Source: an optimization exercise on an open RTL-to-GDS flow (aim: small area, a short achievable clock period and few clock cycles per item). Production flows keep margins and buffers that such runs may drop.
At most, simulation tests tie the RTL to the original design; equivalence was not proved.

run 1:
## layer_blend
module layer_blend (
    input  wire        clk,
    input  wire        rst,
    input  wire        cfg_we,
    input  wire        cfg_addr,
    input  wire [31:0] cfg_wdata,
    input  wire        in_valid,
    output wire        in_ready,
    input  wire [11:0] fg_y,
    input  wire [11:0] fg_cb,
    input  wire [11:0] fg_cr,
    input  wire [10:0] fg_a,
    input  wire [11:0] key_y,
    input  wire [11:0] bg_y,
    input  wire [11:0] bg_cb,
    input  wire [11:0] bg_cr,
    output reg         out_valid,
    input  wire        out_ready,
    output reg  [11:0] out_y,
    output reg  [11:0] out_cb,
    output reg  [11:0] out_cr
);
Settings: LEC_CHECK=0, ABC_AREA=1, CAP_MARGIN=20, CORE_MARGIN=2, CORE_UTILIZATION=40, SLEW_MARGIN=20, SYNTH_HIERARCHICAL=1, SYNTH_MINIMUM_KEEP_SIZE=0; clock period 95.0 ns.
standard.sh (not shown) runs the stock make flow with config.mk's settings and CLKGATE_MAP_FILE= SYNTH_SCRIPT=/design/flow/synth_recipe.tcl, a recipe that flattens the netlist after the stock synthesis.
==> flow/flow/run.sh <==
#!/bin/bash
# The standard layout, with plain buf_2 cells as the port buffers instead of
# the delay buffers that buffer_ports picks by default.
set -euo pipefail
export BUFFER_PORTS_ARGS="-buffer_cell sky130_fd_sc_hd__buf_2"
bash standard.sh > standard_flow.log 2>&1
Run 1 finished every step from synthesis to the final layout, and the layout passed the timing, DRC and antenna checks.
Testbench counts of run 1, summed over its fixed seeds: cycles 24,768, items 24,576.
The following lists how run 2 was set up differently from run 1:
diff --git a/flow/config.mk b/flow/config.mk
--- a/flow/config.mk
+++ b/flow/config.mk
@@ -8 +7,0 @@
-export ABC_AREA = 1
@@ -11 +10 @@
-export CORE_UTILIZATION = 40
+export CORE_UTILIZATION = 65
==> comparison <==
Across run 2 and run 1, the outcome is the same: a clean finish for every run. Going from run 1 to run 2, met3 demand-to-capacity share in global routing rose 2.8 points. Run 2 — relative area change from synthesis to final layout 1.4 points lower, run 1 as reference.
### run 2 -> run 3
diff --git a/flow/config.mk b/flow/config.mk
--- a/flow/config.mk
+++ b/flow/config.mk
@@ -10 +10,2 @@
-export CORE_UTILIZATION = 65
+export CORE_UTILIZATION = 40
+export CTS_BUF_LIST = sky130_fd_sc_hd__clkbuf_8
Notes after the runs:
- Run 3: flow completed, timing, DRC and antenna clean
- The layer with the highest usage after global routing comes out met1 in one run and met2 in the other, namely in run 2 and run 3 respectively.
- Run 3 reports its startpoint of the most critical setup path as out_cb[2] while run 2 reports out_cr[10].
- [compare] base=run 2 new=run 3: arrival time at the worst endpoint shows an increase of 70 ps, fmax shows a reduction of 0.00016 GHz, clock buffer count in the final layout shows an increase of 20, net total in the final layout shows an increase of about 0.8%.
What run 4 does differently from run 3 at the input level:
diff --git a/flow/config.mk b/flow/config.mk
--- a/flow/config.mk
+++ b/flow/config.mk
@@ -7,0 +8 @@
+export ABC_AREA = 1
@@ -10,2 +11 @@
-export CORE_UTILIZATION = 40
-export CTS_BUF_LIST = sky130_fd_sc_hd__clkbuf_8
+export CORE_UTILIZATION = 60
[summary]
Run 4 — clock skew 13 ps lower, run 3 as reference
Diff run 3 and run 4: global-route wire length before repair lower in run 3
Per the comparison of run 4 with run 3, largest net degree at the start of global routing climbed 20; final wirelength climbed 0.70%.
| setup slack at placement | run 4 vs run 3 | worse |
Run 4 has area of the multi-input gates below what run 3 had.


build 21:
Starting RTL as in the previous note.
Settings: LEC_CHECK=0, ABC_AREA=1, CAP_MARGIN=20, CORE_MARGIN=2, CORE_UTILIZATION=40, CTS_CLUSTER_DIAMETER=100, CTS_CLUSTER_SIZE=28, SLEW_MARGIN=20, SYNTH_HIERARCHICAL=1, SYNTH_MINIMUM_KEEP_SIZE=0; clock period 95.0 ns.
Scripts as last shown in full above: flow/flow/run.sh
The flow did not stop early for build 21: all stages ran, and the layout cleared the timing, DRC and antenna checks.
Testbench counts of build 21, summed over its fixed seeds: cycles 24,768, items 24,576.
The following lists how build 77 was set up differently from build 21:
- removing CTS_CLUSTER_DIAMETER (formerly 100)
- removing ABC_AREA (formerly 1)
- removing CTS_CLUSTER_SIZE (formerly 28)
==> comparison <==
Die area: build 77 > build 21. Build 21 → build 77: final worst setup slack moved up; number of global-route vias before repair moved down.
> inputs changed (build 77 -> build 33)
- changing SLEW_MARGIN from 20 to 0
- setting CTS_CLUSTER_DIAMETER to 80 for the first time
- changing CAP_MARGIN from 20 to 0
- setting ABC_AREA to 1 for the first time
- changing CORE_UTILIZATION from 40 to 60
- setting CTS_CLUSTER_SIZE to 22 for the first time
### Flow results
Build 33 finished all stages; layout check result: FAIL, due to capacitance limit, slew limit. In the reports for build 77 and build 33, the smaller final design utilization belongs to build 77. Relative to build 77, the final cell area reported for build 33 is lower. A critical setup path kind of in -> reg is what build 33 shows, while reg -> out belongs to build 77. Sort build 77 and build 33 by fraction of met3 tracks used by global routing asc -> top: build 77. The global-route wire length before repair of build 33 and that of build 77 are within noise of each other. | overall routing resource usage | higher: build 33 |. Compared with build 77, build 33 instantiates a smaller number of cells. Build 77 has a lower routability congestion estimate than build 33. Between build 33 and build 77, it is build 33 whose worst setup slack is lower, by 0.023 ns.


Another version of the RTL of layer_blend (not shown whole).
Size in the first run: about 3,700 cells after synthesis, ~380 flip-flops, ~170 I/O pins.
Settings: LEC_CHECK=0, CAP_MARGIN=20, CORE_MARGIN=2, CORE_UTILIZATION=65, CTS_BUF_LIST=sky130_fd_sc_hd__clkbuf_8, CTS_CLUSTER_SIZE=30, SLEW_MARGIN=20, SYNTH_HIERARCHICAL=1, SYNTH_MINIMUM_KEEP_SIZE=0; clock period 95.0 ns.
Scripts as last shown in full above: flow/flow/run.sh
The first run finished clean.
==> next run, changes <==
Settings changed: CORE_UTILIZATION 65 to 40, CTS_BUF_LIST sky130_fd_sc_hd__clkbuf_8 to default, CTS_CLUSTER_SIZE 30 to default.
Effect:
- critical path depth does not change
- synthesized area stays the same
- die area increases by well over a third
- routed wire length decreases by a few percent
- via count decreases by a few percent
- synthesized cell count is unchanged
- clock skew decreases by 0.025 ns
- sequential share of layout area decreases by 0.56 points
No functional check of the RTL was part of any run of this note.


RTL: one of the versions met above, not the one the previous note started from.
For scale: about 4000 cells after synthesis, ~380 flip-flops, roughly 170 I/O pins, ~36000 sq um of cells after synthesis.
Settings: LEC_CHECK=0, ABC_AREA=1, CAP_MARGIN=20, CORE_MARGIN=2, CORE_UTILIZATION=40, CTS_CLUSTER_DIAMETER=80, CTS_CLUSTER_SIZE=22, SLEW_MARGIN=20, SYNTH_HIERARCHICAL=1, SYNTH_MINIMUM_KEEP_SIZE=0; clock period 95.0 ns.
Scripts as last shown in full above: flow/flow/run.sh
The baseline completed with no timing, DRC or antenna violations.
Testbench counts at the start, summed over its fixed seeds: cycles 24,768, items 24,576.
Next try:
--- a/flow/config.mk
+++ b/flow/config.mk
@@ -7,8 +7,7 @@
 export LEC_CHECK = 0
-export ABC_AREA = 1
 export CAP_MARGIN = 20
 export CORE_MARGIN = 2
-export CORE_UTILIZATION = 40
-export CTS_CLUSTER_DIAMETER = 80
-export CTS_CLUSTER_SIZE = 22
+export CORE_UTILIZATION = 65
+export CTS_BUF_LIST = sky130_fd_sc_hd__clkbuf_8
+export CTS_CLUSTER_SIZE = 30
 export SLEW_MARGIN = 20
What happened: Cell area rises slightly. Worst setup slack loses 0.022 ns. Non-clock buffer count rises by 10. Routed wire length falls slightly. Worst hold slack gains 0.011 ns. Sequential cell count does not change.
Next try:
--- a/flow/config.mk
+++ b/flow/config.mk
@@ -7,8 +7,9 @@
 export LEC_CHECK = 0
-export CAP_MARGIN = 20
+export ABC_AREA = 1
+export CAP_MARGIN = 0
 export CORE_MARGIN = 2
-export CORE_UTILIZATION = 65
-export CTS_BUF_LIST = sky130_fd_sc_hd__clkbuf_8
-export CTS_CLUSTER_SIZE = 30
-export SLEW_MARGIN = 20
+export CORE_UTILIZATION = 40
+export CTS_CLUSTER_DIAMETER = 80
+export CTS_CLUSTER_SIZE = 22
+export SLEW_MARGIN = 0
 export SYNTH_HIERARCHICAL = 1
Outcome:
- register-to-register slack gets better by 5.2 ns
- synthesized area falls by 0.62%
- routed wire length rises by 1.9%
- worst setup slack gets better by 0.023 ns
- die area rises by 60%


run D:
Another version of the RTL of layer_blend (not shown whole).
Size in the first run: about 3700 cells after synthesis, roughly 380 flip-flops, about 170 I/O pins.
Settings: LEC_CHECK=0, CAP_MARGIN=20, CORE_MARGIN=2, CORE_UTILIZATION=40, SLEW_MARGIN=20, SYNTH_HIERARCHICAL=1, SYNTH_MINIMUM_KEEP_SIZE=0; clock period 95.0 ns.
run.sh (not shown) runs the stock make flow with config.mk's settings and CLKGATE_MAP_FILE= SYNTH_SCRIPT=/design/flow/synth_recipe.tcl, a recipe that flattens the netlist after the stock synthesis.
Stock flow here: none of the scripts above is used.
Testbench counts of run D, summed over its fixed seeds: cycles 24,768, items 24,576.
diff inputs: run D => run B
==> flow/flow/run.sh (new file) <==
#!/bin/bash
# The standard layout, with plain buf_2 cells as the port buffers instead of
# the delay buffers that buffer_ports picks by default.
set -euo pipefail
export BUFFER_PORTS_ARGS="-buffer_cell sky130_fd_sc_hd__buf_2"
bash standard.sh > standard_flow.log 2>&1
==> flow/standard.sh (new file) <==
#!/bin/bash
# synth_recipe.tcl (not shown) runs the flow's synth.tcl, then flattens the netlist and writes it again
# the make line also repeats each setting of config.mk as NAME=value (left out here)
make -C /OpenROAD-flow-scripts/flow DESIGN_CONFIG=/design/flow/config.mk WORK_HOME=/design/flow/orfs CLKGATE_MAP_FILE= SYNTH_SCRIPT=/design/flow/synth_recipe.tcl "${@:-finish}"
removed: flow/run.sh
Notes after the runs:
- Maximum frequency from static timing analysis, run B and run D: smaller value in run D
- Changes observed in run B relative to run D: net total in the final layout now sits at about the same level, overall routing resource usage now sits higher.

-- afterwards: timing with drivers on the ports --
In the flow no input, the clock included, has a driving cell. The finished layouts below were timed again as built, in two steps.
Step 1, drivers: a clkbuf_16 drives clk and a buf_2 each remaining input, both assumed.
Step 2 moves the port delays by t, midway between the first and last clock arrival at a register: inputs arrive t later, outputs are due t later. That takes back most of the time a late clock gives input paths.
Slacks: ideal / step 1 / step 2; pairs: ideal / step 1.
| run | t, ns | setup slack, ns | latest minus earliest clock arrival (ns) | slew at the worst register clock pin (ns) |
|---|---|---|---|---|
| run 1 | 0.679 | 74.816 / 74.750 / 74.407 | 0.061 / 0.061 | 0.08 / 0.08 |
| run 2 | 0.647 | 74.847 / 74.785 / 74.554 | 0.039 / 0.040 | 0.06 / 0.06 |
| run 3 | 0.722 | 74.780 / 74.720 / 74.751 | 0.053 / 0.053 | 0.07 / 0.07 |
| run 4 | 0.641 | 74.844 / 74.801 / 74.244 | 0.058 / 0.057 | 0.06 / 0.06 |
| build 21 | 0.679 | 74.773 / 74.707 / 74.433 | 0.036 / 0.035 | 0.11 / 0.11 |
| build 77 | 0.657 | 74.843 / 74.782 / 74.759 | 0.041 / 0.041 | 0.07 / 0.07 |
| build 33 | 0.659 | 74.820 / 74.768 / 74.204 | 0.030 / 0.030 | 0.09 / 0.09 |
| the first run of note 3 | 0.702 | 74.713 / 74.653 / 74.479 | 0.043 / 0.043 | 0.06 / 0.06 |
| the second run of note 3 | 0.646 | 74.854 / 74.791 / 74.551 | 0.018 / 0.018 | 0.07 / 0.07 |
| the first run of note 4 | 0.693 | 74.780 / 74.710 / 74.383 | 0.030 / 0.030 | 0.10 / 0.10 |
| the second run of note 4 | 0.732 | 74.758 / 74.702 / 74.550 | 0.035 / 0.035 | 0.07 / 0.07 |
| the third run of note 4 | 0.692 | 74.781 / 74.711 / 74.387 | 0.030 / 0.030 | 0.10 / 0.10 |
| run D | 0.672 | 74.469 / 74.403 / 74.378 | 0.042 / 0.042 | 0.07 / 0.07 |
| run B | 0.667 | 74.864 / 74.798 / 74.693 | 0.040 / 0.039 | 0.06 / 0.06 |
The setup slack of build 33, which loses most, moves by -0.052 ns with the drivers and by -0.616 ns with both steps.
